This is an optimization exercise on Yosys and OpenROAD, whose aim is small area, a short achievable clock period and few clock cycles, not a production implementation. Function was checked by simulation only, so behaviour that the tests miss may differ from the original. Power is estimated from default activity; no workload was simulated.

==> flow/design.v (excerpt) <==
module fchain (
    input  wire        clk,
    input  wire        rst,
    output reg         in_ready,
    input  wire        in_valid,
    input  wire [31:0] in_value,
    input  wire        in_missing,
    input  wire        cfg_valid,
    input  wire [3:0]  cfg_bank,
    input  wire [31:0] cfg_gain,
    input  wire [31:0] cfg_offset,
    output reg         out_valid,
    output reg  [31:0] out_value,
    output reg         out_missing,
    output reg         out_settling,
    output reg         out_ovr,
    output reg  [3:0]  out_gap_count
);
export LEC_CHECK = 0
export CAP_MARGIN = 20
export CORE_MARGIN = 2
export CORE_UTILIZATION = 40
export PLACE_DENSITY = 0.55
export SLEW_MARGIN = 20
create_clock -name core_clock -period 30.0 [get_ports {clk}]
run.sh (not shown) runs the stock make flow with config.mk's settings and CLKGATE_MAP_FILE= SYNTH_SCRIPT=/design/flow/synth_recipe.tcl, a recipe that flattens the netlist after the stock synthesis.
Testbench counts at the start, summed over its fixed seeds: cycles 19,051.
Next try:
--- a/flow/design.v
+++ b/flow/design.v
@@ -369,22 +369,23 @@
     reg         m1_valid;
     reg         m1_cfg;
     reg         m1_emit;                
     reg         m1_restart;
     reg         m1_outpos;
     reg  [31:0] m1_y;
-    reg  [3:0]  m1_bank;
+    reg  [3:0]  m1_bank;                
     reg  [4:0]  m1_phi;
-    reg         m1_pass;                
+    reg  [DW-1:0] m1_d [0:NU-1];
+    reg  [SELW-1:0] m1_sel;
     wire [NU-1:0] rom_act;
     wire [SELW-1:0] rom_sel;
     wire        rom_two;
     wire [DW-1:0] rd [0:NU-1];
     fchain_rom u_rom (
-        .bank(m1_bank), .phi(m1_phi), .pass(m1_pass), .two(rom_two),
-        .act(rom_act), .sel(rom_sel),
+        .bank(p2_pend ? m1_bank : tok_bank), .phi(p2_pend ? m1_phi : tok_phi),
+        .pass(p2_pend), .two(rom_two), .act(rom_act), .sel(rom_sel),
         .d0(rd[0]), .d1(rd[1]), .d2(rd[2]), .d3(rd[3]), .d4(rd[4]), .d5(rd[5])
     );
     reg         m1_settle;
     reg         m1_miss;
     reg  [3:0]  m1_gap;
     reg         m1_ovrw;
@@ -393,13 +394,13 @@
     wire [NU-1:0] cy_n;
     genvar gp;
     generate
         for (gp = 0; gp < NU; gp = gp + 1) begin : g_prod
             wire [55:0] pf;
             wire [55:0] pf_s, pf_c;
-            fchain_booth #(.ND(12)) u_mul (.a(m1_y), .dg(rd[gp]), .c(56'd0),
+            fchain_booth #(.ND(12)) u_mul (.a(m1_y), .dg(m1_d[gp]), .c(56'd0),
                                            .ps(pf_s), .pc(pf_c), .p(pf));
             wire [21:0] lo = {1'b0, pf_s[20:0]} + {1'b0, pf_c[20:0]};
             assign ps_n[gp] = pf_s[55:21];
             assign pc_n[gp] = pf_c[55:21];
             assign cy_n[gp] = lo[21];
         end
@@ -591,13 +592,15 @@
         m1_outpos  <= p2_pend ? 1'b0 : rp_feed ? (rp_phi == 5'd0) : s1_outpos;
         if (!p2_pend) begin
             m1_y    <= m1_y_n;
             m1_bank <= tok_bank;
             m1_phi  <= tok_phi;
         end
-        m1_pass    <= p2_pend;
+        for (i = 0; i < NU; i = i + 1)
+            m1_d[i] <= rd[i];
+        m1_sel     <= rom_sel;
         m1_settle  <= s1_settle;
         m1_miss    <= s1_miss;
         m1_gap     <= (gap_cnt > 7'd15) ? 4'd15 : gap_cnt[3:0];
         m1_ovrw    <= ({1'b0, since_sat_n} < s1_span);
         m2_cfg     <= m1_cfg;
         m2_emit    <= m1_emit;
@@ -606,13 +609,13 @@
         for (i = 0; i < NU; i = i + 1)
         begin
             m2_ps[i] <= ps_n[i];
             m2_pc[i] <= pc_n[i];
             m2_cy[i] <= cy_n[i];
         end
-        m2_sel     <= rom_sel;
+        m2_sel     <= m1_sel;
         m2_settle  <= m1_settle;
         m2_miss    <= m1_miss;
         m2_gap     <= m1_gap;
         m2_ovrw    <= m1_ovrw;
         acc_clr <= rst;
         if (acc_clr || (m2_valid && m2_cfg)) begin
- The changed run went through all stages and came out clean
- sequential power is higher by a few percent
- non-clock buffer count fell by 80
- area after synthesis rises slightly
- worst hold slack got worse by 0.021 ns
- power rises by a few percent
- register-to-register slack gets better by 0.70 ns
- clock power went up by a few percent
- first-iteration DRC count rises slightly
- routed wire length rises slightly
- fmax is higher by a little under a tenth
- clock-buffer cell count went up by 50
- clock skew is higher by 0.067 ns
- global-route usage decreases by 0.37 points
- final area went up slightly
Testbench counts after the change, summed over its fixed seeds: cycles 19,051.

afterwards: timing with drivers on the ports:
In the flow no input, the clock included, has a driving cell. The finished layouts below were timed again as built, in two steps.
Step 1, drivers: a clkbuf_16 drives clk and a buf_2 each remaining input, both assumed.
Step 2 moves the port delays by t, midway between the first and last clock arrival at a register: inputs arrive t later, outputs are due t later. That takes back most of the time a late clock gives input paths.
Three values: no drivers, after step 1, after step 2; two values: the first two.
| run | t, ns | setup slack, ns | worst setup path after step 2 | clock arrival spread, ns | worst data-port slew with drivers (ns) |
|---|---|---|---|---|---|
| the first run | 1.165 | 20.610 / 20.610 / 20.610 | register to register | 0.103 / 0.104 | 0.11 |
| the second run | 1.171 | 21.309 / 21.309 / 21.309 | register to register | 0.168 / 0.168 | 0.04 |
After both steps every run listed still meets setup and hold.
